Context: an optimization exercise on an open-source flow, tuned for small area. The choices shown serve that exercise and are no tape-out recipe. Where RTL was checked, it was by simulation tests only, not by an equivalence proof against the original. For runs 1 to 3, only the layout was checked, not whether the RTL still works. Power and IR drop assume default switching activity.

==> flow/design.v (outline; a module is shown in full before it is edited, if it fits) <==
// module hem_core: 452 lines
// module hem_core_mac: 597 lines
module hem_core (
    input              clk,
    input              rst,
    input              start,
    input      [11:0]  entry,
    input      [19:0]  state_ptr,
    input      [127:0] operands,
    output reg         busy,
    output     [11:0]  imem_addr,
    input      [31:0]  imem_rdata,
    output             dmem_en,
    output             dmem_we,
    output     [3:0]   dmem_be,
    output     [12:0]  dmem_addr,
    output     [31:0]  dmem_wdata,
    input      [31:0]  dmem_rdata,
    output             post_valid,
    output     [1:0]   post_dest,
    output     [31:0]  post_data,
    output reg         done,
    output reg [3:0]   done_cause,
    output     [11:0]  done_pc
);
  // ...
==> flow/flow/run.sh <==
#!/bin/bash
# Standard layout, except that the port buffers are the smallest buffer cell
# (buf_1) instead of the default clkdlybuf4s50_1. Each tool's output goes to
# a log file in this folder.
set -euo pipefail
bash standard.sh synth > synth.log 2>&1
bash standard.sh BUFFER_PORTS_ARGS="-buffer_cell sky130_fd_sc_hd__buf_1" finish > layout.log 2>&1
test -f out/final.def
==> flow/standard.sh <==
#!/bin/bash
# synth_recipe.tcl (not shown) runs the flow's synth.tcl, then flattens the netlist and writes it again
# the make line also repeats each setting of config.mk as NAME=value (left out here)
make -C /OpenROAD-flow-scripts/flow DESIGN_CONFIG=/design/flow/config.mk WORK_HOME=/design/flow/orfs CLKGATE_MAP_FILE= SYNTH_SCRIPT=/design/flow/synth_recipe.tcl "${@:-finish}"
==> flow/config.mk <==
export PLATFORM = sky130hd
export DESIGN_NAME = hem_core
export DESIGN_NICKNAME = hem_core
export VERILOG_FILES = /design/flow/design.v
export SDC_FILE = /design/flow/constraint.sdc
export NUM_CORES = 4
export LEC_CHECK = 0
export ABC_AREA = 1
export CAP_MARGIN = 20
export CORE_MARGIN = 2
export CORE_UTILIZATION = 50
export CTS_CLUSTER_DIAMETER = 100
export CTS_CLUSTER_SIZE = 24
export PLACE_DENSITY = 0.65
export SLEW_MARGIN = 20
==> flow/constraint.sdc <==
create_clock -name core_clock -period 15.0 [get_ports {clk}]
set_input_delay 3.0000 -clock core_clock [delete_from_list [all_inputs] [get_ports {clk}]]
set_output_delay 3.0000 -clock core_clock [all_outputs]
set_load 0.01 [all_outputs]
==> summary.md, run 1 <==
The H-tree was split into 2 levels. For this run, global-route usage on met3 was measured as 15.21%. Setup repair after global routing left no endpoint under its margin.

The flow ran to the end and the layout has no timing, DRC or antenna violations. The compound-gate portion of the synthesized area was 17.43%. Highest achievable clock rate: 0.07017 GHz. The number of detailed-routing iterations run before antenna repair was 7; the number of instances in the placed design was 8,729. The total overflow left after global routing is 0.

Leaving out fill and tap cells, the most frequent cells in the layout are nand2_1, inv_1, o21ai_0. The via count of the first global-routing pass is 51,738, and the slew at the pin closest to its max-slew limit is 1312 ps. The most common cell in the netlist was nand2_1.

After the flow finishes, the layout carries non-filler instances totaling 8,815. The post-synthesis register bit count was 658; the wire length per cell was 30.30 um. The share of total power dissipated in sequential elements is 32.3%. Post-CTS timing repair inserted 0 buffers for setup.

The largest single stage delay on the critical path is 920 ps. The count of hold-fix buffers inserted at cts is 0, and the number of sinks handled by clock tree synthesis is 658. Across every metal layer, demand over resource in global routing totals 48.32%. The logs give 0 for the antenna violation net count after detailed routing and 91.96 ps for the maximum clock skew at final layout. The count of cells along the worst register-to-register path is 47, and the final count of hold timing violations is 0.

The number of antenna diodes in the final layout is 21.
==> module hem_core, before the edit <==
module hem_core (
    input              clk,
    input              rst,
    input              start,
    input      [11:0]  entry,
    input      [19:0]  state_ptr,
    input      [127:0] operands,
    output reg         busy,
    output     [11:0]  imem_addr,
    input      [31:0]  imem_rdata,
    output             dmem_en,
    output             dmem_we,
    output     [3:0]   dmem_be,
    output     [12:0]  dmem_addr,
    output     [31:0]  dmem_wdata,
    input      [31:0]  dmem_rdata,
    output             post_valid,
    output     [1:0]   post_dest,
    output     [31:0]  post_data,
    output reg         done,
    output reg [3:0]   done_cause,
    output     [11:0]  done_pc
);
    localparam [5:0] OP_NOP  = 6'h00, OP_LDI  = 6'h01, OP_MOV  = 6'h02,
                     OP_LD   = 6'h03, OP_ST   = 6'h04, OP_LDA  = 6'h05,
                     OP_STAH = 6'h06, OP_MVH  = 6'h07, OP_MVA  = 6'h08,
                     OP_CLR  = 6'h09, OP_LDP  = 6'h0A, OP_SETB = 6'h0B,
                     OP_SETL = 6'h0C, OP_ADDP = 6'h0D, OP_STAW = 6'h0E,
                     OP_MPY  = 6'h10, OP_MAC  = 6'h11, OP_MSU  = 6'h12,
                     OP_MACL = 6'h13, OP_ADDA = 6'h14, OP_ASL  = 6'h15,
                     OP_SATA = 6'h16, OP_ADD  = 6'h18, OP_SUB  = 6'h19,
                     OP_ADDI = 6'h1A, OP_AND  = 6'h1B, OP_OR   = 6'h1C,
                     OP_SHL  = 6'h1D, OP_CMP  = 6'h1E, OP_B    = 6'h20,
                     OP_CALL = 6'h21, OP_RET  = 6'h22, OP_REP  = 6'h23,
                     OP_RDO  = 6'h28, OP_POST = 6'h29, OP_END  = 6'h2A,
                     OP_MFS  = 6'h2B;
    localparam [3:0] C_END = 4'd0, C_ILLEGAL = 4'd1, C_SEQ = 4'd2,
                     C_MISALIGN = 4'd3, C_UNMAPPED = 4'd4, C_STACK = 4'd7,
                     C_CIRC = 4'd8;
    localparam [25:0] M_A    = 26'h2000000, M_DD  = 26'h1C00000,
                      M_DS   = 26'h0380000, M_DT  = 26'h0070000,
                      M_P    = 26'h000C000, M_AM  = 26'h0003000,
                      M_MM   = 26'h0000C00, M_FR  = 26'h0000200,
                      M_X    = 26'h0000100, M_OFF = 26'h0000FFF,
                      M_PA   = 26'h3000000, M_CND = 26'h3C00000,
                      M_I20  = 26'h00FFFFF, M_I16 = 26'h000FFFF,
                      M_N    = 26'h00000FF, M_SH6 = 26'h000003F,
                      M_SH5  = 26'h000001F, M_K   = 26'h0000003;
    reg [15:0] dr  [0:7];
    reg [39:0] acc [0:1];
    reg [19:0] pr  [0:3];
    reg [19:0] br  [0:3];
    reg [15:1] lr  [0:3];       
    reg [31:0] orr [0:3];
    reg [3:0]  st;              
    reg [11:0] stk [0:3];
    reg [2:0]  sp;
    reg [11:0] fpc;             
    reg [11:0] xpc;             
    reg        iv;              
    reg        slot;            
    reg        after_rep;       
    reg [7:0]  rcnt;            
    reg        wb_v;
    reg        wb_acc;
    reg [2:0]  wb_idx;
    reg        wb_hi;
    assign imem_addr = fpc;
    assign done_pc   = xpc;     
    wire [31:0] ins  = imem_rdata;
    wire [5:0]  op   = ins[31:26];
    wire        fa   = ins[25];
    wire [2:0]  fdd  = ins[24:22];
    wire [2:0]  fds  = ins[21:19];
    wire [2:0]  fdt  = ins[18:16];
    wire [1:0]  fp   = ins[15:14];
    wire [1:0]  fam  = ins[13:12];
    wire [1:0]  fmm  = ins[11:10];
    wire        ffr  = ins[9];
    wire        fx   = ins[8];
    wire [11:0] off  = ins[11:0];
    wire [1:0]  fpa  = ins[25:24];
    wire [3:0]  cond = ins[25:22];
    wire [19:0] imm20 = ins[19:0];
    wire [15:0] imm16 = ins[15:0];
    wire [7:0]  repn = ins[7:0];
    wire [5:0]  sh6  = ins[5:0];
    wire [1:0]  kj   = ins[1:0];
    wire i_nop  = op == OP_NOP;
    wire i_ldi  = op == OP_LDI;
    wire i_mov  = op == OP_MOV;
    wire i_ld   = op == OP_LD;
    wire i_st   = op == OP_ST;
    wire i_lda  = op == OP_LDA;
    wire i_stah = op == OP_STAH;
    wire i_mvh  = op == OP_MVH;
    wire i_mva  = op == OP_MVA;
    wire i_clr  = op == OP_CLR;
    wire i_ldp  = op == OP_LDP;
    wire i_setb = op == OP_SETB;
    wire i_setl = op == OP_SETL;
    wire i_addp = op == OP_ADDP;
    wire i_staw = op == OP_STAW;
    wire i_mpy  = op == OP_MPY;
    wire i_mac  = op == OP_MAC;
    wire i_msu  = op == OP_MSU;
    wire i_macl = op == OP_MACL;
    wire i_adda = op == OP_ADDA;
    wire i_asl  = op == OP_ASL;
    wire i_sata = op == OP_SATA;
    wire i_add  = op == OP_ADD;
    wire i_sub  = op == OP_SUB;
    wire i_addi = op == OP_ADDI;
    wire i_and  = op == OP_AND;
    wire i_or   = op == OP_OR;
    wire i_shl  = op == OP_SHL;
    wire i_cmp  = op == OP_CMP;
    wire i_b    = op == OP_B;
    wire i_call = op == OP_CALL;
    wire i_ret  = op == OP_RET;
    wire i_rep  = op == OP_REP;
    wire i_rdo  = op == OP_RDO;
    wire i_post = op == OP_POST;
    wire i_end  = op == OP_END;
    wire i_mfs  = op == OP_MFS;
    reg        known;
    reg [25:0] used;
    always @(*) begin
        known = 1'b1;
        used  = 26'h0;
        case (op)
            OP_NOP:  used = 26'h0;
            OP_LDI:  used = M_DD | M_I16;
            OP_MOV:  used = M_DD | M_DS;
            OP_LD:   used = M_DD | M_P | M_AM | M_OFF;
            OP_ST:   used = M_DS | M_P | M_AM | M_OFF;
            OP_LDA, OP_STAH, OP_STAW:
                     used = M_A | M_P | M_AM | M_OFF;
            OP_MVH:  used = M_A | M_DD;
            OP_MVA:  used = M_A | M_DS;
            OP_CLR, OP_ADDA, OP_SATA:
                     used = M_A;
            OP_LDP, OP_SETB:
                     used = M_PA | M_I20;
            OP_SETL, OP_ADDP:
                     used = M_PA | M_I16;
            OP_MPY, OP_MAC, OP_MSU:
                     used = M_A | M_DS | M_DT | M_MM | M_FR;
            OP_MACL: used = M_A | M_DD | M_DS | M_DT | M_P | M_AM | M_MM | M_FR | M_X;
            OP_ASL:  used = M_A | M_SH6;
            OP_ADD, OP_SUB, OP_AND, OP_OR:
                     used = M_DD | M_DS | M_DT;
            OP_ADDI: used = M_DD | M_I16;
            OP_SHL:  used = M_DD | M_DS | M_SH5;
            OP_CMP:  used = M_DS | M_DT;
            OP_B:    used = M_CND | M_OFF;
            OP_CALL: used = M_OFF;
            OP_RET:  used = 26'h0;
            OP_REP:  used = M_N;
            OP_RDO:  used = (fx ? M_A : M_DD) | M_X | M_K;
            OP_POST: used = (fx ? M_A : M_DS) | M_X | M_K;
            OP_END:  used = 26'h0;
            OP_MFS:  used = M_DD;
            default: known = 1'b0;
        endcase
    end
    wire illegal = !known
                 || ((ins[25:0] & ~used) != 26'h0)
                 || (i_b    && cond > 4'd8)
                 || (i_macl && (fam == 2'd0 || fam == 2'd3));
    wire is_branch = i_b || i_call || i_ret;
    wire seq_bad   = (slot && (is_branch || i_rep || i_end))
                  || (after_rep && (is_branch || i_rep || i_end || i_post || i_rdo));
    wire [2:0]  rs_idx = i_addi ? fdd : fds;       
    wire [15:0] vds = dr[rs_idx];
    wire [15:0] vdt = dr[fdt];
    wire [39:0] va  = acc[fa & ~i_adda];    
    wire [31:0] vok = orr[kj];
    wire        mulop  = i_mpy | i_mac | i_msu | i_macl;
    wire        m1_uns = fmm[0];
    wire        m2_uns = fmm[0] ^ fmm[1];
    wire [16:0] m1 = {~m1_uns & vds[15], vds};
    wire        frs = ffr | i_mva;
    wire [17:0] mA = frs ? {m1, 1'b0} : {m1[16], m1};
    wire [16:0] mB = mulop ? {~m2_uns & vdt[15], vdt}
                    : i_shl ? {1'b0, 16'h1 << sh6[3:0]}    
                    : {1'b0, i_mva, 15'h0};
    wire        selx = i_mac | i_msu | (i_macl & ~fx) | i_adda;
    wire [40:0] mX = selx ? {va[39], va} : 41'h0;
    wire [40:0] mZ = {acc[1][39], acc[1]};
    wire [40:0] msum;
    hem_core_mac u_mac (
        .A(mA), .B(mB), .negp(i_msu), .X(mX), .Z(mZ), .zen(i_adda),
        .c15(1'b0), .S(msum));
    wire        mac_ovf = msum[40] ^ msum[39];
    wire [25:0] shr = {va[39], va[39:15]} + 26'd1;
    wire        shp = !shr[25] && (shr[24:16] != 9'h000);
    wire        shn =  shr[25] && (shr[24:16] != 9'h1FF);
    wire [15:0] sh_val = shp ? 16'h7FFF : shn ? 16'h8000 : shr[16:1];
    wire        sh_sat = shp | shn;
    wire        swp = !va[39] && (va[38:31] != 8'h00);
    wire        swn =  va[39] && (va[38:31] != 8'hFF);
    wire [31:0] sw_val = swp ? 32'h7FFF_FFFF : swn ? 32'h8000_0000 : va[31:0];
    wire        sw_sat = swp | swn;
    wire        w_half = i_st | i_stah | i_mvh;             
    wire        w_post = i_post & ~fx;                       
    wire [15:0] hv     = (i_st | w_post) ? vds : sh_val;
    wire [31:0] wbus;
    assign wbus[15:0]  = (w_half | w_post) ? hv : i_rdo ? vok[15:0] : sw_val[15:0];
    assign wbus[31:16] = w_half ? hv : w_post ? {16{vds[15]}} : i_rdo ? vok[31:16] : sw_val[31:16];
    wire        shl_r   = sh6[4];
    wire        shl_sat = !shl_r && !((&msum[30:15]) || !(|msum[30:15]));
    wire [15:0] shl_val = shl_r   ? msum[31:16]
                        : shl_sat ? (vds[15] ? 16'h8000 : 16'h7FFF)
                        :           msum[15:0];
    wire [5:0]  rsh   = {sh6[5], ~sh6[4:0]};         
    wire signed [70:0] shext = {va, 31'h0};
    wire [70:0] shout = shext >>> rsh;
    wire [39:0] shres = shout[39:0];
    wire [38:8] shdiff = va[38:8] ^ {31{va[39]}};
    reg  [31:0] shq;
    integer     j;
    always @(*) begin
        shq[0] = 1'b0;
        for (j = 1; j < 32; j = j + 1)
            shq[j] = shq[j-1] | shdiff[39 - j];
    end
    wire        asl_ovf = shq[sh6[4:0]] & ~sh6[5];
    wire        a_sub = i_sub | i_cmp;
    wire [15:0] ax = i_ldi ? 16'h0 : vds;
    wire [15:0] ay = (i_addi | i_ldi) ? imm16 : i_mov ? 16'h0 : vdt;
    wire [17:0] asum_c = {ax[15], ax, a_sub} + {{ay[15], ay} ^ {17{a_sub}}, a_sub};
    wire [16:0] asum = asum_c[17:1];
    wire        a_sat = asum[16] ^ asum[15];
    wire [15:0] add_val = a_sat ? (asum[16] ? 16'h8000 : 16'h7FFF) : asum[15:0];
    wire [15:0] log_val = i_or ? (vds | vdt) : (vds & vdt);
    wire s_add = i_add | i_sub | i_addi | i_cmp | i_mov | i_ldi;
    wire s_log = i_and | i_or;
    wire [15:0] d_val = ({16{s_add}}  & add_val)
                      | ({16{s_log}}  & log_val)
                      | ({16{i_shl}}  & shl_val)
                      | ({16{i_rdo | i_mvh}} & wbus[15:0])
                      | ({16{i_mfs}}  & {12'h000, st});
    wire d_we = s_add & ~i_cmp | s_log | i_shl | i_mvh | (i_rdo & ~fx) | i_mfs;
    wire nz_we = i_add | i_sub | i_addi | i_and | i_or | i_shl | i_cmp;
    wire s_w = (i_rdo & fx) | i_sata;
    wire [39:0] a_val = i_asl ? shres : s_w ? {{8{wbus[31]}}, wbus} : msum[39:0];
    wire a_we = mulop | i_mva | i_clr | i_adda | i_asl | s_w;
    wire sat_set = ((i_add | i_sub | i_addi) & a_sat)
                 | (i_shl & shl_sat)
                 | ((i_mvh | i_stah) & sh_sat)
                 | ((i_staw | i_sata | (i_post & fx)) & sw_sat);
    wire ovf_set = ((i_mac | i_msu | (i_macl & ~fx) | i_adda) & mac_ovf)
                 | (i_asl & asl_ovf);
    wire        pa_op = i_ldp | i_setb | i_setl | i_addp;
    wire [1:0]  pi    = pa_op ? fpa : fp;
    wire [19:0] pv    = pr[pi];
    wire [19:0] bv    = br[pi];
    wire [15:0] lv    = {lr[pi], 1'b0};
    wire        is_mem  = i_ld | i_st | i_lda | i_stah | i_staw | i_macl;
    wire        is_load = i_ld | i_lda | i_macl;
    wire        size4   = i_lda | i_staw;
    wire [19:0] ystep   = (fam == 2'd3) ? {8'h00, off}
                        : (fam == 2'd1) ? (size4 ? 20'd4 : 20'd2)
                        : (fam == 2'd2) ? (size4 ? 20'hFFFFC : 20'hFFFFE)
                        : 20'd0;
    wire [19:0] yaddr   = i_addp ? {{4{imm16[15]}}, imm16} : ystep;
    wire [19:0] asum20  = pv + yaddr;
    wire [19:0] maddr   = (fam == 2'd3) ? asum20 : pv;
    wire [20:0] wd   = {1'b0, asum20} - {1'b0, bv};        
    wire        w_lt = wd[20];
    wire        w_ge = !wd[20] && ((wd[19:16] != 4'h0) || (wd[15:0] >= lv));
    wire        w_on = (lv != 16'h0) && (w_lt || w_ge);
    wire        wneg = w_on & w_ge;
    wire [19:0] wadj = w_on ? ({4'h0, lv} ^ {20{w_ge}}) : 20'h0;
    wire [20:0] pwrap_c = {asum20, wneg} + {wadj, wneg};
    wire [19:0] pwrap = pwrap_c[20:1];
    wire        misalign = size4 ? (maddr[1:0] != 2'b00) : maddr[0];
    wire        unmapped = (maddr[19:15] != 5'h0);
    reg taken;
    always @(*) begin
        case (cond)
            4'd0: taken = 1'b1;
            4'd1: taken = st[1];
            4'd2: taken = !st[1];
            4'd3: taken = st[0];
            4'd4: taken = !st[0];
            4'd5: taken = !st[0] && !st[1];
            4'd6: taken = st[0] || st[1];
            4'd7: taken = st[2];
            4'd8: taken = st[3];
            default: taken = 1'b0;
        endcase
    end
    reg       fault;
    reg [3:0] fcause;
    always @(*) begin
        fault  = 1'b1;
        fcause = C_ILLEGAL;
        if (illegal)
            fcause = C_ILLEGAL;
        else if (seq_bad)
            fcause = C_SEQ;
        else if (i_call && sp == 3'd4)
            fcause = C_STACK;
        else if (i_ret && sp == 3'd0)
            fcause = C_STACK;
        else if (i_setl && (imm16[0] || imm16 > 16'h8000))
            fcause = C_CIRC;
        else if (is_mem && misalign)
            fcause = C_MISALIGN;
        else if (is_mem && unmapped)
            fcause = C_UNMAPPED;
        else
            fault = 1'b0;
    end
    wire go     = iv && !fault;
    wire ending = iv && (fault || i_end);
    wire        st_half = i_st | i_stah;
    assign dmem_en    = go && is_mem;
    assign dmem_we    = i_st | i_stah | i_staw;
    assign dmem_addr  = maddr[14:2];
    assign dmem_be    = !st_half ? 4'b1111 : (maddr[1] ? 4'b1100 : 4'b0011);
    assign dmem_wdata = wbus;
    assign post_valid = go && i_post && !rst;
    assign post_dest  = kj;
    assign post_data  = wbus;
    reg  [11:0] fpc_inc;
    reg  [7:0]  rcnt_dec;
    reg         icy, dbw;
    integer     q;
    always @(*) begin
        icy = 1'b1;
        for (q = 0; q < 12; q = q + 1) begin
            fpc_inc[q] = fpc[q] ^ icy;
            icy = icy & fpc[q];
        end
        dbw = 1'b1;
        for (q = 0; q < 8; q = q + 1) begin
            rcnt_dec[q] = rcnt[q] ^ dbw;
            dbw = dbw & ~rcnt[q];
        end
    end
    wire [2:0]  sp_m1   = sp - 3'd1;
    wire [15:0] wb_half = wb_hi ? dmem_rdata[31:16] : dmem_rdata[15:0];
    wire        ex      = iv;
    wire [7:0]  dwb_sel = (wb_v && !wb_acc) ? (8'd1 << wb_idx) : 8'd0;
    wire [1:0]  awb_sel = (wb_v &&  wb_acc) ? (2'd1 << wb_idx[0]) : 2'd0;
    reg  [7:0]  d_wsel, d_hold;
    reg  [1:0]  a_wsel, a_hold;
    integer     r;
    always @(*) begin
        for (r = 0; r < 8; r = r + 1) begin
            d_wsel[r] = busy && !dwb_sel[r] && ex && d_we && fdd == r;
            d_hold[r] = busy && !dwb_sel[r] && !d_wsel[r];
        end
        for (r = 0; r < 2; r = r + 1) begin
            a_wsel[r] = busy && !awb_sel[r] && ex && a_we && fa == r;
            a_hold[r] = busy && !awb_sel[r] && !a_wsel[r];
        end
    end
    wire        p_we = i_ldp || i_addp || (is_mem && (fam == 2'd1 || fam == 2'd2));
    wire [19:0] pbus = !busy ? 20'h0 : i_ldp ? imm20 : pwrap;
    wire [19:0] bbus = busy ? imm20 : 20'h0;
    wire [15:1] lbus = busy ? imm16[15:1] : 15'h0;
    integer i;
    always @(posedge clk) begin
        if (rst) begin
            busy <= 1'b0;
            iv   <= 1'b0;
            wb_v <= 1'b0;
            done <= 1'b0;
        end else begin
            done <= ending;
            done_cause <= fault ? fcause : C_END;
            if (!busy) begin
                busy <= start;
                iv   <= 1'b0;
            end else begin
                busy <= !ending;
                iv   <= !ending;
            end
            wb_v <= go && is_load;
        end
        if (!busy)
            fpc <= entry;
        else if (ex && ((i_b && taken) || i_call))
            fpc <= off;
        else if (ex && i_ret)
            fpc <= stk[sp_m1[1:0]];
        else if ((ex && i_rep && repn != 8'd0) || rcnt >= 8'd2)
            fpc <= fpc;
        else
            fpc <= fpc_inc;
        if (busy && !ending)
            xpc <= fpc;
        if (!busy) begin
            slot      <= 1'b0;
            after_rep <= 1'b0;
            rcnt      <= 8'd0;
            sp        <= 3'd0;
            st        <= 4'h0;
        end else begin
            slot      <= ex && is_branch;
            after_rep <= ex && i_rep;
            if (ex && i_rep)
                rcnt <= repn;
            else if (rcnt != 8'd0)
                rcnt <= rcnt_dec;
            if (ex && i_call) begin
                stk[sp[1:0]] <= fpc_inc;
                sp <= sp + 3'd1;
            end
            if (ex && i_ret)
                sp <= sp_m1;
            if (ex) begin
                if (nz_we) begin
                    st[0] <= d_val[15];
                    st[1] <= d_val == 16'h0;
                end
                if (i_mfs) begin
                    st[2] <= 1'b0;
                    st[3] <= 1'b0;
                end else begin
                    if (sat_set) st[2] <= 1'b1;
                    if (ovf_set) st[3] <= 1'b1;
                end
            end
        end
        for (i = 0; i < 8; i = i + 1)
            dr[i] <= ({16{d_hold[i]}} & dr[i])
                   | ({16{dwb_sel[i]}} & wb_half)
                   | ({16{d_wsel[i]}} & d_val);
        for (i = 0; i < 2; i = i + 1)
            acc[i] <= ({40{a_hold[i]}} & acc[i])
                    | ({40{awb_sel[i]}} & {{8{dmem_rdata[31]}}, dmem_rdata})
                    | ({40{a_wsel[i]}} & a_val);
        for (i = 0; i < 4; i = i + 1) begin
            if (!busy || (ex && p_we && pi == i))
                pr[i] <= (i == 0 && !busy) ? state_ptr : pbus;
            if (!busy || (ex && i_setb && pi == i))
                br[i] <= bbus;
            if (!busy || (ex && i_setl && pi == i))
                lr[i] <= lbus;
            if (!busy)
                orr[i] <= operands[32*i +: 32];
        end
        wb_acc <= i_lda;
        wb_idx <= i_lda ? {2'b00, fa} : fdd;
        wb_hi  <= maddr[1];
    end
endmodule
==> run 2, diff against run 1 <==
--- a/flow/design.v
+++ b/flow/design.v
@@ -361,5 +361,8 @@
     end
     wire        p_we = i_ldp || i_addp || (is_mem && (fam == 2'd1 || fam == 2'd2));
-    wire [19:0] pbus = !busy ? 20'h0 : i_ldp ? imm20 : pwrap;
+    wire [19:0] pnew = i_ldp ? imm20 : pwrap;
+    wire [19:0] pbus = busy ? pnew : 20'h0;
+    wire        p0_wsel = busy && ex && p_we && pi == 2'd0;
+    wire        p0_hold = busy && !p0_wsel;
     wire [19:0] bbus = busy ? imm20 : 20'h0;
     wire [15:1] lbus = busy ? imm16[15:1] : 15'h0;
@@ -437,6 +440,10 @@
                     | ({40{a_wsel[i]}} & a_val);
         for (i = 0; i < 4; i = i + 1) begin
-            if (!busy || (ex && p_we && pi == i))
-                pr[i] <= (i == 0 && !busy) ? state_ptr : pbus;
+            if (i == 0)
+                pr[0] <= ({20{p0_hold}} & pr[0])
+                       | ({20{!busy}} & state_ptr)
+                       | ({20{p0_wsel}} & pnew);
+            else if (!busy || (ex && p_we && pi == i))
+                pr[i] <= pbus;
             if (!busy || (ex && i_setb && pi == i))
                 br[i] <= bbus;
--- a/flow/config.mk
+++ b/flow/config.mk
@@ -9,7 +9,7 @@
 export CAP_MARGIN = 20
 export CORE_MARGIN = 2
-export CORE_UTILIZATION = 50
+export CORE_UTILIZATION = 40
 export CTS_CLUSTER_DIAMETER = 100
 export CTS_CLUSTER_SIZE = 24
-export PLACE_DENSITY = 0.65
+export PLACE_DENSITY = 0.6
 export SLEW_MARGIN = 20
==> summary.md, run 2 <==
Counting instances in the post-synthesis netlist gives the leading cell types as nand2_1, inv_1, o21ai_0. The number of levels the H-tree was split into was 2 (unchanged). Entering global routing, the biggest net connects 70 pins. For the global-route total usage across every layer, the log shows 38.71% (-9.6 points). During synthesis, Yosys emitted a total of 7 warnings.

For the final count of hold timing violations, the log shows 0 (unchanged). The cell with the largest stage delay on the worst path is inv_1. In this run, the number of DRC markers left after iteration 0 of detailed routing was 7,176.

The floorplan has 133 rows. The logs give 40.22% for the initial standard-cell utilization of the core and 30.5% (-1.8 points) for the proportion of power drawn by flip-flops and latches. Measured along the x axis, the die boundary spans 367.3 um. Family of cells with the greatest summed delay on the critical path: simple AND/OR/NAND/NOR gates.

Across the run, the number of max-cap violations was 0. The library cell used most frequently in the layout, excluding fill and tap cells, is nand2_1. The synthesized design devotes to its leading area cell type 22.97% of total area.

The worst pin sits at a relative slew slack of 12.65%. The slack of the worst reg-to-reg path is 4790 ps. The average size of a mapped cell was 7.309 sq um.

STA classifies the critical path startpoint as a primary input. Summing every instance area after synthesis gives 52,810 sq um. The first global-routing pass estimated 377,700 um of wire. The clock network is responsible for 16.2% of the overall power.

The wire length per cell came out at 29.22 um (-3.6%). For the required time at the endpoint of the critical path, the log shows 15,620 ps. The internal power of the cells totals 3.973 mW.

For hold timing, the worst endpoint is pr[0][13]. In the final layout, the registers with the most flip-flops are dr (128), orr (128). The aggregate global routing overflow was 0 (unchanged); the highest achievable clock rate was 0.07024 GHz (+0.11%). After layout, the worst path uses 94.91% of the clock period.

The logs give 3.561 mW for the net switching power and 13,664 for the count of fill cells added during filler insertion. Placer congestion estimate: 1.074. Using the TritonRoute via totals, the vias-per-cell ratio works out to 5.968. The synthesized netlist contains 73 unique library cells. The biggest fanout along the worst timing path was 13. In the post-synthesis netlist, the biggest area contributors are edfxtp_1, nand2_1, dfxtp_1. The logs give 462.2 ps for the worst hold slack across all endpoints and 32.60% for the sequential share of the synthesized area. The clock buffer count from CTS is 38, and the die footprint is 134,900 sq um. Summing all non-filler instances in the final layout gives an area of 57,780 sq um. For the clock latency of the later-clocked register in the worst-skew pair, the log shows 680 ps. The placed instance area is 56,440 sq um, and the worst hold path stage count is 2. The clock period could shrink to 14,240 ps. The remaining design rule violation count is 0.

The flow ran to the end and the layout has no timing, DRC or antenna violations. The logs give 8,011 for the number of nets in the finished design and 3 for the buffer depth of the longest clock path. For the number of sinks handled by clock tree synthesis, the log shows 658 (unchanged). The count of input and output buffers is 342, and the number of enable flip-flop cells after synthesis is 404. The number of antenna violations at the first check in global routing was 24; the number of primary I/O pins was 343. Summing internal, switching and leakage power gives 7.534 mW. Relative to the synthesized area, the layout overhead comes to 9.428%.

The capture instance of the worst register-to-register path is st[1]. For the count of hold-fix buffers inserted at cts, the log shows 0 (unchanged). The highest ir drop seen on vdd was 131.7 uV. By startpoint and endpoint, the worst setup path is classified as primary input to flop.

Fraction of the core area covered by cells at the end of the flow: 44.01%. In this run the worst hold path is classified as flop to flop. The maximum clock skew at final layout came out at 49.80 ps (-42.17 ps).

For the total leakage power, the log shows 24.56 nW. The switching fraction of total power came out at 47.27%. In the post-synthesis netlist, the cell with the most instances is nand2_1.

The most used cell along the critical path was nand2_1. After clock tree synthesis, the clock-pin slew on the worst setup and hold paths is 110 ps. Setup repair after global routing left no endpoint under its margin.

Total half-perimeter wirelength after legalization and detailed placement: 209,400 um. The worst register-to-register path begins at dr[2][15]. The tools report the share of power burned in combinational logic as 53.3%. Cell accounting for the most synthesized area: edfxtp_1. The run gives 14,860 ps as the data arrival time at the worst-slack endpoint. TritonCTS built the clock tree. The count of cells along the worst register-to-register path is 45 (-4.3%).

STA classifies the critical path endpoint as a flop. In the layout the commonest cells are nand2_1, inv_1, o21ai_0. Proportion of synthesized flip-flops having asynchronous set or reset: 0%. The die is 367.3 um tall. Setup violations remaining at the end of the flow were counted as 0.

Via count of the first global-routing pass: 51,503 (-0.45%). The detailed-route via count came out at 55,071. The most frequently used flop master after synthesis was edfxtp_1.

The core region is 131,300 sq um. In the final layout, the share of cells above drive strength 1 is 6.887%. Counting both buffers and inverters, the worst setup path holds a total of 11. Post-synthesis register bit count: 658 (unchanged). The run gives 269,600 um as the total wire length after detailed routing. The clock tree root driver cell is clkbuf_16. The worst hold path begins at pr[0][13]. The antenna violation net count after detailed routing was 0 (unchanged); the total count of max-transition violations in the final report was 0. The slew at the pin closest to its max-slew limit works out to 1301 ps (-10.29 ps).

The run gives 7 (unchanged) as the number of detailed-routing iterations run before antenna repair. The power per standard cell area came out at 130.4 nW/um^2. For the total nets after synthesis, the log shows 7,798. Setup total negative slack on the finished layout was measured at 0 ps. Counting every instance in the synthesized netlist gives 7,225. The largest stage delay on the critical path is 670 ps (-250 ps).
run 2: cell count changes after synthesis, sizes merged, moves of 24 or more:
cell    change
nand3      +31
o211ai     +31
nand2      +41
clkbuf     +29
o221ai     -30
inv        -47
nor2       -24
run 2: layout make-up:
type,instances,area (sq um),share of cell area (%)
multi-input cells,5336,30930,53.53
diodes,10,25.02,0.04331
well taps,1755,2196,3.800
repair buffers,565,3007,5.203
clock inverters,14,231.5,0.4006
inverters,839,3157,5.463
flip-flops and latches,658,17220,29.80
clock buffers,51,1021,1.767
run 2: per-layer routing:
layer / wire [um] / vias to the layer above / share of wire (%) / GRT usage (%)
met4: 23460 / 28 / 8.7 / 27.40
met3: 29130 / 787 / 11 / 9.403
li1: - / 24618 / - / -
met5: 316 / - / 0.12 / 0.7479
met1: 101600 / 26193 / 38 / 48.25
met2: 115100 / 3445 / 43 / 58.62
run 2: through the flow:
stage | cells | worst slack [ps]
after floorplan | 7225 | 3215
after global placement | 9146 | 220.9
after detailed placement | 9149 | 506.6
after CTS | 9214 | 1187
after global routing | 9218 | 188.3
final | 9228 | 763.2
run 2: repair_timing:
item,CTS,global route
resized for setup,0,1
endpoints found under the setup margin,0,3
setup buffers,0,0
run 2: cell families after synthesis:
family / share of synthesized area, %
adders and majority gates: 10.25
DFF: 32.60
and+or+nand+nor: 25.23
muxes: 0.1327
xor gates and xnor gates: 5.052
AOI/OAI and AO/OA: 17.37
buffers and inverters: 9.366
run 2: worst max-delay path by stage:
stage | start | end | slack, ps | cells after the start
2_1_floorplan | imem_rdata[26] | pr[1][17] | 3220 | 59
3_3_place_gp | imem_rdata[30] | st[1] | 220 | 51
3_5_place_dp | imem_rdata[30] | st[1] | 510 | 52
4_1_cts | imem_rdata[30] | st[1] | 1190 | 52
5_1_grt | imem_rdata[27] | pr[1][19] | 190 | 62
6_report | imem_rdata[30] | st[1] | 760 | 52
run 2: worst reg2reg max path: cells and delay by family (launching register included):
family	cells	cell delay, ps
AO/OA/AOI/OAI	9	1670
adder cells (fa/ha/maj)	6	2860
flip-flops	1	330
buffers and inverters	9	1830
AND/OR/NAND/NOR	20	3360
XOR/XNOR	1	110
run 2: power groups by stage:
stage	registers, mW	clock network (mW)	logic, mW
after detailed placement	2.34	0	3.88
final	2.30	1.22	4.02
after floorplan	2.33	0	2.54
after global placement	2.33	0	3.89
after global routing	2.32	1.29	4.36
after CTS	2.30	1.23	3.91
==> run 3, diff against run 2 <==
--- a/flow/config.mk
+++ b/flow/config.mk
@@ -10,6 +10,6 @@
 export CORE_MARGIN = 2
 export CORE_UTILIZATION = 40
-export CTS_CLUSTER_DIAMETER = 100
-export CTS_CLUSTER_SIZE = 24
+export CTS_CLUSTER_DIAMETER = 110
+export CTS_CLUSTER_SIZE = 27
 export PLACE_DENSITY = 0.6
 export SLEW_MARGIN = 20
==> summary.md, run 3 <==
The flow ran to the end and the layout has no timing, DRC or antenna violations. The run gives 8,002 (-0.11%) as the number of nets in the finished design. The number of enable flip-flop cells after synthesis was 404 (unchanged). The tightest min-delay check is of the flop to flop type. The average size of a mapped cell was 7.309 sq um (unchanged). The largest individual stage delay along the critical path comes from the cell inv_1. The post-placement setup slack is 506.6 ps (unchanged), and the total leakage power is 24.45 nW (-0.44%). For the post-CTS repair timing setup buffer count, the log shows 0 (unchanged). The run gives 17,220 sq um (unchanged) as the register area. The library cells used most frequently in the layout, excluding fill and tap cells, are nand2_1, inv_1, o21ai_0. Largest stage delay on the critical path: 670 ps (about the same). The run gives 9,149 (unchanged) as the number of instances in the placed design. The number of detailed-routing iterations run before antenna repair was 7 (unchanged); the final critical-path required period was 14,170 ps (-68.87 ps).

The initial standard-cell utilization of the core came out at 40.22% (unchanged). Setup repair after global routing left no endpoint under its margin. The highest achievable clock rate was 0.07058 GHz (+0.49%); the part of the cycle the worst path needs was 94.45% (-0.46 points).

The capture point of the critical path was st[1]. The number of sinks handled by clock tree synthesis is 658 (unchanged). The reported max-cap violation count came out at 0 (unchanged). The placer congestion estimate came out at 1.074 (unchanged). The area fraction of the dominant cell type after synthesis works out to 22.97% (unchanged).

The antenna violation net count after detailed routing is 0 (unchanged). The count of cells along the worst register-to-register path is 46 (+2.2%). Most used cell along the critical path: nand2_1.

The tools report the highest ir drop seen on vdd as 132.2 uV (+0.40%). Tracing the worst setup path back leads to its startpoint at imem_rdata[30]. The run gives 133 (unchanged) as the number of cell rows.

The run gives 131,300 sq um (unchanged) as the core footprint. The final count of hold timing violations was 0 (unchanged). The proportion of synthesized flip-flops having asynchronous set or reset is 0% (unchanged), and the sum of negative setup slack is 0 ps (unchanged). The power per standard cell area is 129.2 nW/um^2 (-0.91%), and the overall power consumption is 7.437 mW (-1.3%).

The clock-pin slew reported for the worst setup and hold paths after clock tree synthesis works out to 120 ps (about the same). For the number of primary I/O pins, the log shows 343 (unchanged). The total wire length after detailed routing is 269,300 um (-0.11%), and the total count of max-transition violations in the final report is 0 (unchanged).

The run gives 0 (unchanged) as the remaining design rule violation count. For the detailed-route via count, the log shows 54,874 (-0.36%). The logs give 730 ps (+50 ps) for the clock latency of the later-clocked register in the worst-skew pair and 31 (-18%) for the clock buffer count from CTS. The number of distinct library cells after synthesis is 73 (unchanged), and the layout cell share with drive strength beyond 1 is 6.709% (-0.18 points).

The slew at the pin closest to its max-slew limit was 1284 ps (-17.04 ps). The total half-perimeter wirelength after legalization and detailed placement came out at 209,400 um (unchanged). The run gives 9,214 (-0.15%) as the number of standard cells in the final layout excluding fillers.

The run gives 38.59% (-0.13 points) as the global-route total usage across every layer. The logs give 13,682 (+0.13%) for the count of fill cells added during filler insertion and 377,300 um (-0.12%) for the first-pass GRT wire length. The tools report the aggregate global routing overflow as 0 (unchanged).

The slack of the worst reg-to-reg path is 4750 ps (-40 ps). The tools report the largest net degree at the start of global routing as 70 (unchanged). The tools report the data arrival time at the worst-slack endpoint as 14,840 ps (-20 ps). TritonCTS built the clock tree. The wire length per cell is 29.23 um (about the same), and the count of cells resized by post-cts repair is 0 (unchanged). The startpoint of the worst-slack reg-to-reg timing path was dr[4][5]. The cell accounting for the most synthesized area is edfxtp_1.

The maximum clock skew at final layout was 37.47 ps (-12.33 ps); the number of cells produced by synthesis was 7,225 (unchanged). The combined buffer and inverter count along the critical path is 11 (unchanged), and the worst hold slack across all endpoints is 469.8 ps (+7.610 ps). The biggest fanout along the worst timing path is 13 (unchanged), and the buffer depth of the longest clock path is 3 (unchanged).

The sequential share of the synthesized area is 32.60% (unchanged), and the post-synthesis register bit count is 658 (unchanged). The tools report the multi-input combinational cell area as 30,930 sq um (about the same). The number of antenna violations at the first check in global routing was 24 (unchanged); the number of DRC markers in iteration 0 was 7,239 (+0.88%). The run gives 0 (unchanged) as the count of hold-fix buffers inserted at cts.

The via count of the first global-routing pass was 51,429 (-0.14%); the total setup violations reported at the end of the flow was 0 (unchanged). Synthesis warning total: 7 (unchanged). Signed area change from the synthesized netlist to the final layout: 9.011%. The clock tree root driver cell was clkbuf_16.

STA classifies the critical path startpoint as a primary input. The relative slew slack was 13.47% (+0.81 points); the total nets after synthesis was 7,798 (unchanged). Sorting the synthesized cells by area gives the leading types as edfxtp_1, nand2_1, dfxtp_1. The library cell used most frequently in the layout, excluding fill and tap cells, is nand2_1. The count of input and output buffers came out at 342 (unchanged). The logs give 832.1 ps (+68.87 ps) for the setup slack after layout and 1 (-1) for the number of levels the H-tree was split into. The die height was 367.3 um (unchanged). Ranked by instance count, the synthesized netlist is headed by nand2_1, inv_1, o21ai_0. The critical path depth in cells was 52 (unchanged); the via density per instance was 5.956 (-0.21%). Die outline width: 367.3 um (unchanged). Most common cell in the netlist: nand2_1. In the final layout, the registers with the most flip-flops are dr (128), orr (128).

The worst register-to-register path ends at st[1]. The kind of cell with the highest combined delay along the critical path is simple AND/OR/NAND/NOR gates. Most frequently used flop master after synthesis: edfxtp_1. The required time at the endpoint of the critical path is 15,670 ps (+50 ps). The tools report the sort of element at the end of the critical path as a flop. The critical path is of the primary input to flop type. The run gives 134,900 sq um (unchanged) as the die footprint. The post-synthesis instance area is 52,810 sq um (unchanged).
-- run 3: changes by cell type in the layout (fill, tap and decap cells not counted), moves of 2 or more --
cell,previous run,this run
clkbuf_16,39,33
diode_2,10,6
clkinv_2,3,0
clkbuf_1,12,14
-- run 3: per-layer routing --
| layer | track usage [%] | wire, um | vias up |
|---|---|---|---|
| met1 | 48.37 | 103200 | 26270 |
| li1 | - | - | 24603 |
| met5 | 0 | 238 | - |
| met3 | 8.748 | 27110 | 767 |
| met2 | 59.03 | 116000 | 3200 |
| met4 | 26.45 | 22800 | 34 |
-- run 3: report_power, final --
| part | internal (mW) | total, mW | switching (mW) | leakage (nW) |
|---|---|---|---|---|
| Sequential | 2.23 | 2.30 | 0.0718 | 6.24 |
| Clock | 0.459 | 1.12 | 0.656 | 0.508 |
| Combinational | 1.22 | 4.02 | 2.80 | 17.7 |
| Total | 3.91 | 7.44 | 3.53 | 24.4 |
-- run 3: worst register-to-register path: cells and delay by family, from the launching register on --
family	cells	cell delay, ps
buffers and inverters	8	1190
adder cells (fa/ha/maj)	6	2940
XOR/XNOR	1	140
flip-flops	1	340
AND/OR/NAND/NOR	21	2890
AO/OA/AOI/OAI	10	2690
-- run 3: cells by family after synthesis --
kind of cell,Yosys count,share of synthesized area (%)
buf+inv,1231,9.366
xor+xnor,302,5.052
mux,7,0.1327
compound gates,1524,17.37
flops,658,32.60
simple gates,3157,25.23
fa+ha+maj,346,10.25
-- run 3: final cells by class --
class / count / share of cell area (%)
tap: 1755 / 3.815
multi-input combinational: 5336 / 53.73
antenna: 6 / 0.02608
timing repair buffer: 563 / 5.186
sequential: 658 / 29.91
inverter: 839 / 5.484
clock buffer: 47 / 1.526
clock inverter: 10 / 0.3195
-- run 3: metrics by stage --
stage	instance area, sq um	util [%]
final	57560	43.84
after global placement	56360	42.93
after detailed placement	56440	42.99
after global routing	57550	43.83
after floorplan	52810	-
after CTS	57500	43.79
-- run 3: worst min-delay path by stage --
stage	depth (start not counted)	startpoint	endpoint
global route	2	pr[0][13]	pr[0][13]
finish	2	pr[0][13]	pr[0][13]
CTS	2	pr[0][9]	pr[0][9]
floorplan	2	pr[0][11]	pr[0][11]
detailed placement	2	pr[0][13]	pr[0][13]
global placement	2	pr[0][9]	pr[0][9]
==> run 4, diff against run 3 <==
--- a/flow/design.v
+++ b/flow/design.v
@@ -361,8 +361,5 @@
     end
     wire        p_we = i_ldp || i_addp || (is_mem && (fam == 2'd1 || fam == 2'd2));
-    wire [19:0] pnew = i_ldp ? imm20 : pwrap;
-    wire [19:0] pbus = busy ? pnew : 20'h0;
-    wire        p0_wsel = busy && ex && p_we && pi == 2'd0;
-    wire        p0_hold = busy && !p0_wsel;
+    wire [19:0] pbus = !busy ? 20'h0 : i_ldp ? imm20 : pwrap;
     wire [19:0] bbus = busy ? imm20 : 20'h0;
     wire [15:1] lbus = busy ? imm16[15:1] : 15'h0;
@@ -440,10 +437,6 @@
                     | ({40{a_wsel[i]}} & a_val);
         for (i = 0; i < 4; i = i + 1) begin
-            if (i == 0)
-                pr[0] <= ({20{p0_hold}} & pr[0])
-                       | ({20{!busy}} & state_ptr)
-                       | ({20{p0_wsel}} & pnew);
-            else if (!busy || (ex && p_we && pi == i))
-                pr[i] <= pbus;
+            if (!busy || (ex && p_we && pi == i))
+                pr[i] <= (i == 0 && !busy) ? state_ptr : pbus;
             if (!busy || (ex && i_setb && pi == i))
                 br[i] <= bbus;
@@ -453,7 +446,9 @@
                 orr[i] <= operands[32*i +: 32];
         end
-        wb_acc <= i_lda;
-        wb_idx <= i_lda ? {2'b00, fa} : fdd;
-        wb_hi  <= maddr[1];
+        if (go && is_load) begin
+            wb_acc <= i_lda;
+            wb_idx <= i_lda ? {2'b00, fa} : fdd;
+            wb_hi  <= maddr[1];
+        end
     end
 endmodule
==> flow/flow/run.sh (replaced) <==
#!/bin/bash
# Standard layout, except that the port buffers are the smallest buffer cell
# (buf_1) instead of the default clkdlybuf4s50_1, and clock tree synthesis
# inserts no dummy loads. Each tool's output goes to a log file in this folder.
set -euo pipefail
bash standard.sh synth > synth.log 2>&1
bash standard.sh BUFFER_PORTS_ARGS="-buffer_cell sky130_fd_sc_hd__buf_1" \
    CTS_ARGS="-sink_clustering_enable -repair_clock_nets -dont_use_dummy_load -sink_clustering_size 24 -sink_clustering_max_diameter 100" \
    finish > layout.log 2>&1
test -f out/final.def
--- a/flow/config.mk
+++ b/flow/config.mk
@@ -10,6 +10,6 @@
 export CORE_MARGIN = 2
 export CORE_UTILIZATION = 40
-export CTS_CLUSTER_DIAMETER = 110
-export CTS_CLUSTER_SIZE = 27
+export CTS_CLUSTER_DIAMETER = 100
+export CTS_CLUSTER_SIZE = 24
 export PLACE_DENSITY = 0.6
 export SLEW_MARGIN = 20
==> summary.md, run 4 <==
The xor and xnor area share after synthesis came out at 4.873% (-0.18 points). The post-synthesis instance area came out at 52,250 sq um (-1.1%). The required time at the endpoint of the critical path is 15,620 ps (-50 ps). The run gives 14.6% (-0.4 points) as the clock network power share. The first-pass GRT wire length came out at 360,400 um (-4.5%).

The cell accounting for the most synthesized area was edfxtp_1. The number of detailed-routing iterations run before antenna repair came out at 7 (unchanged). The run finished with no timing, DRC or antenna violations. The number of enable flip-flop cells after synthesis was 429 (+6.2%); the maximum clock skew at final layout was 103.6 ps (+66.11 ps). The via count of the first global-routing pass is 50,588 (-1.6%).

In the post-synthesis netlist, the biggest area contributors are edfxtp_1, nand2_1, dfxtp_1. The tools report the sort of element at the end of the critical path as a flop. The logs give 0.07199 GHz (+2.0%) for the highest achievable clock rate and 3 (unchanged) for the buffer depth of the longest clock path. In the final layout, the registers with the most flip-flops are dr (128), orr (128).

Number of cells produced by synthesis: 7,146 (-1.1%). The clock-pin slew reported for the worst setup and hold paths after clock tree synthesis was 80 ps (-40 ps). Layout cell share with drive strength beyond 1: 5.371% (-1.3 points). The fraction of the core area covered by cells at the end of the flow is 43.81% (about the same), and the biggest fanout along the worst timing path is 16 (+3).

The count of input and output buffers is 342 (unchanged), and the signed area change from the synthesized netlist to the final layout is 8.702%. Yosys instantiated no cell more often than nand2_1. The remaining design rule violation count came out at 0 (unchanged).

The logs give 0 (unchanged) for the count of cells resized by post-cts repair and 7.345 mW (-1.2%) for the overall power consumption. TritonCTS built the clock tree. The die footprint is 133,500 sq um (-1.0%), and the final critical-path required period is 13,890 ps (-276.3 ps). The simple-gate share of the synthesized area came out at 24.10% (-1.1 points). Leaving out fill and tap cells, the most frequent cell in the layout is nand2_1. The antenna violation net count after detailed routing is 0 (unchanged). The largest family of logic cells by synthesized area was simple AND/OR/NAND/NOR gates.

The number of sinks handled by clock tree synthesis is 658 (unchanged), and the combined buffer and inverter count along the critical path is 11 (unchanged). The logs give 0 (unchanged) for the count of hold-fix buffers inserted at cts and 3.398 mW (-3.8%) for the net switching power. The tools report the detailed-route via count as 54,842 (-0.058%). The startpoint identified for the worst register-to-register timing path is dr[3][3]. The die height came out at 365.4 um (-0.52%).

The largest stage delay on the critical path came out at 570 ps (-100 ps). The share of power burned in combinational logic was 52.9% (-1.2 points); the total half-perimeter wirelength after legalization and detailed placement was 195,600 um (-6.6%). Among the stages of the critical path, the cell type that occurs most often is nand2_1.

The reported max-cap violation count is 0 (unchanged), and the number of distinct library cells after synthesis is 70 (-4.1%). The placer congestion estimate was 1.099 (+2.4%). The total nets after synthesis is 7,719 (-1.0%). The tools report the number of DRC markers in iteration 0 as 8,352 (+15%). The average size of a mapped cell is 7.312 sq um (about the same), and the number of primary I/O pins is 343 (unchanged).

The area fraction of the dominant cell type after synthesis was 24.66% (+1.7 points); the sum of negative setup slack was 0 ps (unchanged). The path class of the tightest hold or removal check is flop to flop. By count the netlist is led by nand2_1, inv_1, o21ai_0. The switching fraction of total power works out to 46.26% (-1.2 points). The run gives 16.20% (+2.7 points) as the relative slew slack.

The logs give 132 (-0.75%) for the number of cell rows and 0 (unchanged) for the total count of max-transition violations in the final report. The run gives 13,559 (-0.90%) as the count of fill cells added during filler insertion. The clock buffer count from CTS is 38 (+23%). Setup repair after global routing left no endpoint under its margin. Internal power: 3.947 mW (+1.0%). The family of cells with the greatest summed delay on the critical path was simple AND/OR/NAND/NOR gates. The compound-gate portion of the synthesized area came out at 17.71% (+0.34 points). The total wire length after detailed routing is 255,100 um (-5.3%), and the highest ir drop seen on vdd is 128.4 uV (-2.9%). In the layout the commonest cells are nand2_1, inv_1, o21ai_0.

For the clock latency of the later-clocked register in the worst-skew pair, the log shows 700 ps (-30 ps). The share of synthesized area spent on multiplexers came out at 0.09579% (-0.037 points). The proportion of synthesized flip-flops having asynchronous set or reset is 0% (unchanged), and the global-route total usage across every layer is 37.26% (-1.3 points). The synthesis warning total was 7 (unchanged); the slew at the pin closest to its max-slew limit was 1256 ps (-28.82 ps).

The number of nets in the finished design was 7,929 (-0.91%). Class of the most critical setup path: primary input to flop. The run gives 0 (unchanged) as the aggregate global routing overflow.

The total setup violations reported at the end of the flow is 0 (unchanged). The most critical setup path has its startpoint at imem_rdata[27]. The logs give 24.15 nW (-1.2%) for the total leakage power and 2 (+1) for the number of levels the H-tree was split into. For the initial standard-cell utilization of the core, the log shows 40.30% (+0.083 points). The type of origin of the critical path was a primary input.

The largest net degree at the start of global routing was 76 (+8.6%); the post-CTS repair timing setup buffer count was 0 (unchanged). The data arrival time at the worst-slack endpoint came out at 14,510 ps (-330 ps). The sequential share of the synthesized area was 33.43% (+0.83 points); the final count of hold timing violations was 0 (unchanged).

The post-synthesis register bit count was 658 (unchanged). The wire length per cell is 27.99 um (-4.2%). The via density per instance was 6.019 (+1.1%). The tools report the proportion of power drawn by flip-flops and latches as 32.4% (+1.5 points).

For the number of antenna violations at the first check in global routing, the log shows 28 (+17%). The tools report the clock tree root driver cell as clkbuf_16. Part of the cycle the worst path needs: 92.61% (-1.8 points).

The cell with the largest stage delay on the worst path was fa_1. For this run, the leading register cell type out of synthesis is edfxtp_1. The fraction of the mapped netlist area in adder cells is 10.35% (+0.11 points). The power per standard cell area is 129.3 nW/um^2 (about the same). Die outline width: 365.4 um (-0.52%). The tools report the core footprint as 129,600 sq um (-1.3%). The startpoint identified for the worst hold timing path is acc[0][10]. The slack of the worst reg-to-reg path came out at 4950 ps (+200 ps).
-- run 4: worst register-to-register path, delay by kind of cell, from the launching register on --
family | cells | cell delay, ps
DFF | 1 | 350
adders and majority gates | 5 | 2520
buffers and inverters | 7 | 1270
and+or+nand+nor | 21 | 3180
AOI/OAI and AO/OA | 11 | 2530
xor gates and xnor gates | 1 | 120
-- run 4: power groups by stage --
stage	sequential (mW)	clock [mW]	combinational (mW)
floorplan	2.40	0	2.49
global placement	2.42	0	3.74
detailed placement	2.42	0	3.75
CTS	2.38	1.09	3.77
global route	2.40	1.15	4.20
finish	2.38	1.07	3.89
-- run 4: per-stage QoR --
step | cells | cell area, sq um | setup slack, ps | hold WS [ps]
finish | 9111 | 56800 | 1108 | 467.1
floorplan | 7146 | 52250 | 2981 | 435.5
detailed placement | 9055 | 55740 | 1019 | 450.8
CTS | 9093 | 56690 | 1706 | 470.5
global placement | 9053 | 55710 | 523.0 | 446.6
global route | 9100 | 56770 | 800.2 | 496.6
-- run 4: routing by layer --
| layer | GRT usage (%) | routed length, um | up-vias |
|---|---|---|---|
| met4 | 25.12 | 20850 | 16 |
| met5 | 0 | 106 | - |
| li1 | - | - | 24348 |
| met2 | 56.35 | 108500 | 3692 |
| met3 | 9.083 | 29990 | 865 |
| met1 | 47.05 | 95630 | 25921 |
-- run 4: cell families (layout without fill, tap and decap cells) --
family / Yosys count / count (layout)
DFF: 658 / 658
muxes: 5 / 5
other: 0 / 15
buffers and inverters: 1239 / 1447
adders and majority gates: 346 / 346
and+or+nand+nor: 3051 / 3051
xor gates and xnor gates: 289 / 289
AOI/OAI and AO/OA: 1558 / 1558
-- run 4: final cells by class --
cell class	count	area [sq um]	share of cell area, %
flip-flops and latches	658	17470	30.76
diodes	15	37.54	0.06609
well taps	1742	2180	3.838
inverters	872	3278	5.772
clock buffers	38	950.9	1.674
repair buffers	537	2771	4.880
multi-input cells	5249	30110	53.02
-- run 4: path summary, 6_finish.rpt --
kind,cells past startpoint,to
max,51,st[1]
min,2,acc[0][10]
max reg2reg,45,st[1]
min reg2reg,2,acc[0][10]
==> run 5, diff against run 4 <==
==> flow/flow/run.sh (replaced) <==
#!/bin/bash
# Standard layout, except that the port buffers are the smallest buffer cell
# (buf_1) instead of the default clkdlybuf4s50_1, and clock tree synthesis
# uses clkbuf_8 with smaller clusters and inserts no dummy loads. Each tool's output goes to a log file in this folder.
set -euo pipefail
bash standard.sh synth > synth.log 2>&1
bash standard.sh BUFFER_PORTS_ARGS="-buffer_cell sky130_fd_sc_hd__buf_1" \
    CTS_ARGS="-sink_clustering_enable -repair_clock_nets -dont_use_dummy_load -sink_clustering_size 16 -sink_clustering_max_diameter 80 -buf_list sky130_fd_sc_hd__clkbuf_8" \
    finish > layout.log 2>&1
test -f out/final.def
==> summary.md, run 5 <==
The antenna violation net count after detailed routing is 0 (unchanged), and the fraction of the core area covered by cells at the end of the flow is 43.63% (-0.18 points). The largest net degree at the start of global routing came out at 76 (unchanged). For the remaining design rule violation count, the log shows 0 (unchanged). The critical path is of the primary input to flop type.

Reported max-cap violation count: 0 (unchanged). The clock latency of the later-clocked register in the worst-skew pair is 870 ps (+170 ps), and the final count of hold timing violations is 0 (unchanged). Biggest fanout along the worst timing path: 16 (unchanged). The logs give 70 (unchanged) for the number of distinct library cells after synthesis and 1.099 (unchanged) for the placer congestion estimate.

The number of levels the H-tree was split into came out at 2 (unchanged). The most used cell along the critical path was nand2_1. For the share of power burned in combinational logic, the log shows 53.9% (+1.0 points). The buffer depth of the longest clock path is 3 (unchanged), and the total wire length after detailed routing is 255,300 um (about the same).

The count of input and output buffers came out at 342 (unchanged). Proportion of power drawn by flip-flops and latches: 33.0% (+0.6 points). The slew at the pin closest to its max-slew limit was 1286 ps (+30.25 ps); the largest stage delay on the critical path was 550 ps (-20 ps).

The synthesis warning total is 7 (unchanged). Power per standard cell area: 127.7 nW/um^2 (-1.3%). The overall power consumption was 7.224 mW (-1.6%); the signed area change from the synthesized netlist to the final layout was 8.266%. For the post-synthesis instance area, the log shows 52,250 sq um (unchanged). For the count of cells resized by post-cts repair, the log shows 0 (unchanged). The slack of the worst reg-to-reg path came out at 4870 ps (-80 ps).

The startpoint of the worst-slack reg-to-reg timing path is dr[3][3]. TritonCTS built the clock tree. The total half-perimeter wirelength after legalization and detailed placement is 195,600 um (unchanged), and the via density per instance is 6.031 (+0.20%).

For the total setup violations reported at the end of the flow, the log shows 0 (unchanged). The internal power is 3.814 mW (-3.4%). The combined buffer and inverter count along the critical path was 10 (-1); the die outline width was 365.4 um (unchanged).

The highest ir drop seen on vdd is 128.9 uV (+0.35%). The via count of the first global-routing pass came out at 50,842 (+0.50%). The aggregate global routing overflow was 0 (unchanged).

The post-synthesis register bit count was 658 (unchanged); the number of enable flip-flop cells after synthesis was 429 (unchanged). The count of hold-fix buffers inserted at cts is 0 (unchanged). The clock-pin slew reported for the worst setup and hold paths after clock tree synthesis works out to 90 ps (about the same). The proportion of synthesized flip-flops having asynchronous set or reset is 0% (unchanged).

The number of cell rows came out at 132 (unchanged). Grouping stages by cell kind, the critical path spends the most delay in simple AND/OR/NAND/NOR gates. The tools report the total nets after synthesis as 7,719 (unchanged).

The worst hold path stage count works out to 2 (unchanged). Sorting the synthesized cells by area gives the leading types as edfxtp_1, nand2_1, dfxtp_1. The flow ran to the end and the layout has no timing, DRC or antenna violations. The clock buffer count from CTS is 54 (+42%), and the number of sinks handled by clock tree synthesis is 658 (unchanged). The die height was 365.4 um (unchanged).

The maximum clock skew at final layout came out at 121.8 ps (+18.24 ps). The number of antenna violations at the first check in global routing is 29 (+3.6%), and the core footprint is 129,600 sq um (unchanged). The min-delay analysis places its worst path in the category flop to flop. Final critical-path required period: 13,670 ps (-217.6 ps).

The largest total area in the synthesized netlist belongs to edfxtp_1. The cell with the largest stage delay on the worst path was fa_1. The detailed-route via count is 55,031 (+0.34%), and the clock network power share is 13.1% (-1.5 points).

The worst hold path terminates at acc[0][10]. Layout cell share with drive strength beyond 1: 5.551% (+0.18 points). Clock tree synthesis selected as its root buffer the cell clkbuf_8. The largest registers in the layout are dr (128), orr (128). The switching fraction of total power was 47.20% (+0.94 points). The count of cells along the worst register-to-register path is 39 (-13%), and the net switching power is 3.410 mW (+0.34%).

The number of cells produced by synthesis was 7,146 (unchanged). The average size of a mapped cell is 7.312 sq um (unchanged). The number of DRC markers in iteration 0 is 8,321 (-0.37%). In this run the most critical hold path is launched from acc[0][10]. The total count of max-transition violations in the final report is 0 (unchanged). The number of instances in the placed design came out at 9,055 (unchanged). The tools report the number of detailed-routing iterations run before antenna repair as 7 (unchanged).

The final design area excluding fillers was 56,570 sq um (-0.40%). The worst register-to-register path ends at dr[3][15]. The sum of negative setup slack came out at 0 ps (unchanged). For the highest achievable clock rate, the log shows 0.07313 GHz (+1.6%).

In the synthesized netlist, the cells that appear most often are nand2_1, inv_1, o21ai_0. Initial standard-cell utilization of the core: 40.30% (unchanged). Most common cell in the netlist: nand2_1. For the number of nets in the finished design, the log shows 7,943 (+0.18%).

The wire length per cell was 27.98 um (about the same); the die footprint was 133,500 sq um (unchanged). The area fraction of the dominant cell type after synthesis was 24.66% (unchanged). Setup repair after global routing left no endpoint under its margin.

The relative slew slack was 13.70% (-2.5 points). The data arrival time at the worst-slack endpoint was 14,400 ps (-110 ps). The tools report the number of standard cells in the final layout excluding fillers as 9,124 (+0.14%). The library cell used most frequently in the layout, excluding fill and tap cells, is nand2_1.

The worst setup path is launched from a primary input. The number of primary I/O pins is 343 (unchanged), and the sequential share of the synthesized area is 33.43% (unchanged). The required time at the endpoint of the critical path was 15,720 ps (+100 ps). The run gives 0 (unchanged) as the post-CTS repair timing setup buffer count.

The library cells used most frequently in the layout, excluding fill and tap cells, are nand2_1, inv_1, o21ai_0. The most frequently used flop master after synthesis was edfxtp_1. The part of the cycle the worst path needs came out at 91.16% (-1.5 points).

Sort of element at the end of the critical path: a flop. The placed instance area was 55,740 sq um (unchanged); the first-pass GRT wire length was 361,100 um (+0.18%). For the global-route total usage across every layer, the log shows 37.34% (+0.082 points). The total leakage power is 24.06 nW (-0.38%).
run 5: cell counts after synthesis:
No cell type changed its count.
run 5: per-stage QoR:
stage,setup WS [ps],hold WS [ps]
after global routing,966.0,494.2
after floorplan,2981,435.5
final,1326,468.9
after CTS,1881,470.6
after detailed placement,1019,450.8
after global placement,523.0,446.6
run 5: worst max path at each step:
stage                         from        end  slack [ps]  cells past startpoint
finish              imem_rdata[18]  dr[3][15]        1330                     43
global route        imem_rdata[18]      st[1]         970                     50
CTS                 imem_rdata[29]      st[1]        1880                     50
detailed placement  imem_rdata[27]      st[1]        1020                     50
global placement    imem_rdata[27]      st[1]         520                     51
floorplan           imem_rdata[25]  pr[1][19]        2980                     65
run 5: worst register-to-register path: cells and delay by family (launching register included):
family	cells	cell delay [ps]
buffers and inverters	7	1420
DFF	1	350
AOI/OAI and AO/OA	11	2880
and+or+nand+nor	15	2640
xor gates and xnor gates	1	240
adders and majority gates	5	2440
run 5: cell type report:
| type | count | area (sq um) |
|---|---|---|
| Inverter | 872 | 3278 |
| Clock buffer | 54 | 743.2 |
| Tap cell | 1742 | 2180 |
| Multi-Input combinational cell | 5249 | 30120 |
| Sequential cell | 658 | 17470 |
| Fill cell | 13607 | 73080 |
| Timing Repair Buffer | 535 | 2749 |
| Antenna cell | 14 | 35.03 |
run 5: metal layers:
layer  track usage (%)  vias up  routed length [um]  share of wire [%]
li1                  -    24368                   -                  -
met1             47.30    26044               95980                 38
met2             56.15     3708              108800                 43
met3             8.737      887               29320                 11
met4             26.02       24               21050                8.2
met5            0.2542        -                 161              0.063
run 5: kinds of logic after synthesis:
logic type      Yosys count  synth area share, %
compound gates         1558                17.71
xor+xnor                289                4.873
fa+ha+maj               346                10.35
buf+inv                1239                9.442
flops                   658                33.43
mux                       5              0.09579
simple gates           3051                24.10
run 5: power by group through the flow:
stage | clock, mW | sequential (mW) | combinational (mW)
global route | 1.01 | 2.40 | 4.20
finish | 0.944 | 2.38 | 3.90
detailed placement | 0 | 2.42 | 3.75
global placement | 0 | 2.42 | 3.74
floorplan | 0 | 2.40 | 2.49
CTS | 0.959 | 2.38 | 3.77
==> run 6, diff against run 5 <==
--- a/flow/flow/run.sh
+++ b/flow/flow/run.sh
@@ -6,5 +6,5 @@
 bash standard.sh synth > synth.log 2>&1
 bash standard.sh BUFFER_PORTS_ARGS="-buffer_cell sky130_fd_sc_hd__buf_1" \
-    CTS_ARGS="-sink_clustering_enable -repair_clock_nets -dont_use_dummy_load -sink_clustering_size 16 -sink_clustering_max_diameter 80 -buf_list sky130_fd_sc_hd__clkbuf_8" \
+    CTS_ARGS="-sink_clustering_enable -repair_clock_nets -dont_use_dummy_load -sink_clustering_size 14 -sink_clustering_max_diameter 70 -buf_list sky130_fd_sc_hd__clkbuf_8" \
     finish > layout.log 2>&1
 test -f out/final.def
==> summary.md, run 6 <==
The worst hold path belongs to the class flop to flop. The via count of the first global-routing pass is 50,903 (+0.12%), and the maximum clock skew at final layout is 128.2 ps (+6.344 ps). Largest net degree at the start of global routing: 76 (unchanged).

The sum of negative setup slack was 0 ps (unchanged). The tools report the buffer depth of the longest clock path as 3 (unchanged). Setup repair after global routing left no endpoint under its margin.

The run gives 0 (unchanged) as the final count of hold timing violations. Layout cell share with drive strength beyond 1: 5.729% (+0.18 points). The cell family contributing the most delay on the critical path is simple AND/OR/NAND/NOR gates. Number of DRC markers in iteration 0: 8,057 (-3.2%). The run gives 55,094 (+0.11%) as the detailed-route via count. The die outline width is 365.4 um (unchanged).

nand2_1 is the most common cell in the netlist. The highest achievable clock rate was 0.07264 GHz (-0.67%). Sorting the synthesized cells by how often they occur yields nand2_1, inv_1, o21ai_0.

The largest stage delay on the critical path is 560 ps (about the same). The power per standard cell area was 128.9 nW/um^2 (+0.94%). The average size of a mapped cell came out at 7.312 sq um (unchanged). The tools report the post-placement setup slack as 1019 ps (unchanged). The post-CTS repair timing setup buffer count was 0 (unchanged); the signed area change from the synthesized netlist to the final layout was 8.671%.

The tools report the number of levels the H-tree was split into as 3 (+1). The largest registers in the layout are dr (128), orr (128). The total leakage power is 24.17 nW (+0.47%), and the total setup violations reported at the end of the flow is 0 (unchanged). The placer congestion estimate is 1.099 (unchanged). For the number of detailed-routing iterations run before antenna repair, the log shows 7 (unchanged). Cell accounting for the most synthesized area: edfxtp_1.

The biggest fanout along the worst timing path was 16 (unchanged); the die height was 365.4 um (unchanged). The logs give 7.319 mW (+1.3%) for the overall power consumption and 126.2 uV (-2.1%) for the highest ir drop seen on vdd. Ranked by total cell area, the synthesized netlist is headed by edfxtp_1, nand2_1, dfxtp_1. The number of cells produced by synthesis is 7,146 (unchanged). In this run the clock root is driven by a clkbuf_8.

The antenna violation net count after detailed routing was 0 (unchanged); the first-pass GRT wire length was 360,700 um (-0.10%). The required time at the endpoint of the critical path was 15,730 ps (about the same); the aggregate global routing overflow was 0 (unchanged). The tools report the remaining design rule violation count as 0 (unchanged). The initial standard-cell utilization of the core is 40.30% (unchanged), and the wire length per cell is 27.95 um (-0.11%).

The run gives 1234 ps (-91.98 ps) as the setup slack after layout. The critical path in this run is classified as primary input to flop. Sequential share of the synthesized area: 33.43% (unchanged).

The count of input and output buffers is 342 (unchanged). The part of the cycle the worst path needs was 91.77% (+0.61 points); the synthesis warning total was 7 (unchanged). The proportion of synthesized flip-flops having asynchronous set or reset was 0% (unchanged); the number of distinct library cells after synthesis was 70 (unchanged). The count of hold-fix buffers inserted at cts was 0 (unchanged); the clock-pin slew reported for the worst setup and hold paths after clock tree synthesis was 70 ps (-20 ps). The via density per instance came out at 6.025 (-0.10%).

The worst setup path is captured at a flop. The number of antenna violations at the first check in global routing is 28 (-3.4%), and the area fraction of the dominant cell type after synthesis is 24.66% (unchanged). The total wire length after detailed routing was 255,600 um (+0.11%). The run gives 658 (unchanged) as the number of sinks handled by clock tree synthesis. The clock buffer count from CTS was 68 (+26%); the final design area excluding fillers was 56,780 sq um (+0.37%).

The total nets after synthesis was 7,719 (unchanged); the slew at the pin closest to its max-slew limit was 1300 ps (+14.53 ps). Counting stages on the worst path, the most repeated cell is nand2_1. The final critical-path required period was 13,770 ps (+91.98 ps). The worst setup path is launched from a primary input.

The run gives 55,740 sq um (unchanged) as the placed instance area. The flow ran to the end and the layout has no timing, DRC or antenna violations. Number of primary I/O pins: 343 (unchanged).

The library cell used most frequently in the layout, excluding fill and tap cells, is nand2_1. The reported max-cap violation count came out at 0 (unchanged).
## run 6: where the power goes
group | internal, mW | switching, mW | total [mW]
Combinational | 1.20 | 2.69 | 3.89
Clock | 0.404 | 0.644 | 1.05
Sequential | 2.30 | 0.0849 | 2.38
Total | 3.90 | 3.42 | 7.32
## run 6: path summary, 6_finish.rpt
kind,slack [ps],cells past startpoint,end,from
worst max-delay path,1230,53,st[1],imem_rdata[29]
worst min-delay path,470,2,acc[0][10],acc[0][10]
worst max register to register,4920,46,st[1],dr[3][3]
worst min register to register,470,2,acc[0][10],acc[0][10]
## run 6: worst register-to-register path, delay by kind of cell, from the launching register on
| kind | cells | cell delay (ps) |
|---|---|---|
| compound gates | 10 | 2510 |
| xor+xnor | 1 | 250 |
| fa+ha+maj | 5 | 2440 |
| buf+inv | 6 | 1210 |
| flops | 1 | 350 |
| simple gates | 24 | 3180 |
## run 6: cell type report
cell class | instances | area [sq um]
Sequential cell | 658 | 17470
Tap cell | 1742 | 2180
Inverter | 872 | 3278
Clock buffer | 68 | 935.9
Antenna cell | 18 | 45.04
Multi-Input combinational cell | 5249 | 30110
Timing Repair Buffer | 537 | 2768
Fill cell | 13583 | 72870
## run 6: cell families after synthesis
family	synth area share [%]
AND/OR/NAND/NOR	24.10
XOR/XNOR	4.873
AO/OA/AOI/OAI	17.71
adder cells (fa/ha/maj)	10.35
multiplexers	0.09579
flip-flops	33.43
buffers and inverters	9.442
## run 6: stage by stage
stage / hold slack, ps / util [%]
after floorplan: 435.5 / -
after detailed placement: 450.8 / 42.99
after global placement: 446.6 / 42.97
after CTS: 470.3 / 43.71
after global routing: 495.5 / 43.78
final: 466.5 / 43.80
## run 6: metal layers
layer | vias up | global-route usage [%] | routed length [um] | share of wire, %
met5 | - | 0 | 129 | 0.050
met4 | 20 | 26.00 | 21140 | 8.3
met3 | 862 | 9.181 | 29700 | 12
met2 | 3758 | 56.18 | 108400 | 42
met1 | 26053 | 47.05 | 96230 | 38
li1 | 24401 | - | - | -

Setup slack of run 6, layout unchanged: 1.234 ns with ideal ports, 1.206 ns with driving cells assumed (clock clkbuf_16, inputs buf_2), 0.340 ns with port delays also shifted by the 0.866 ns mid clock arrival.
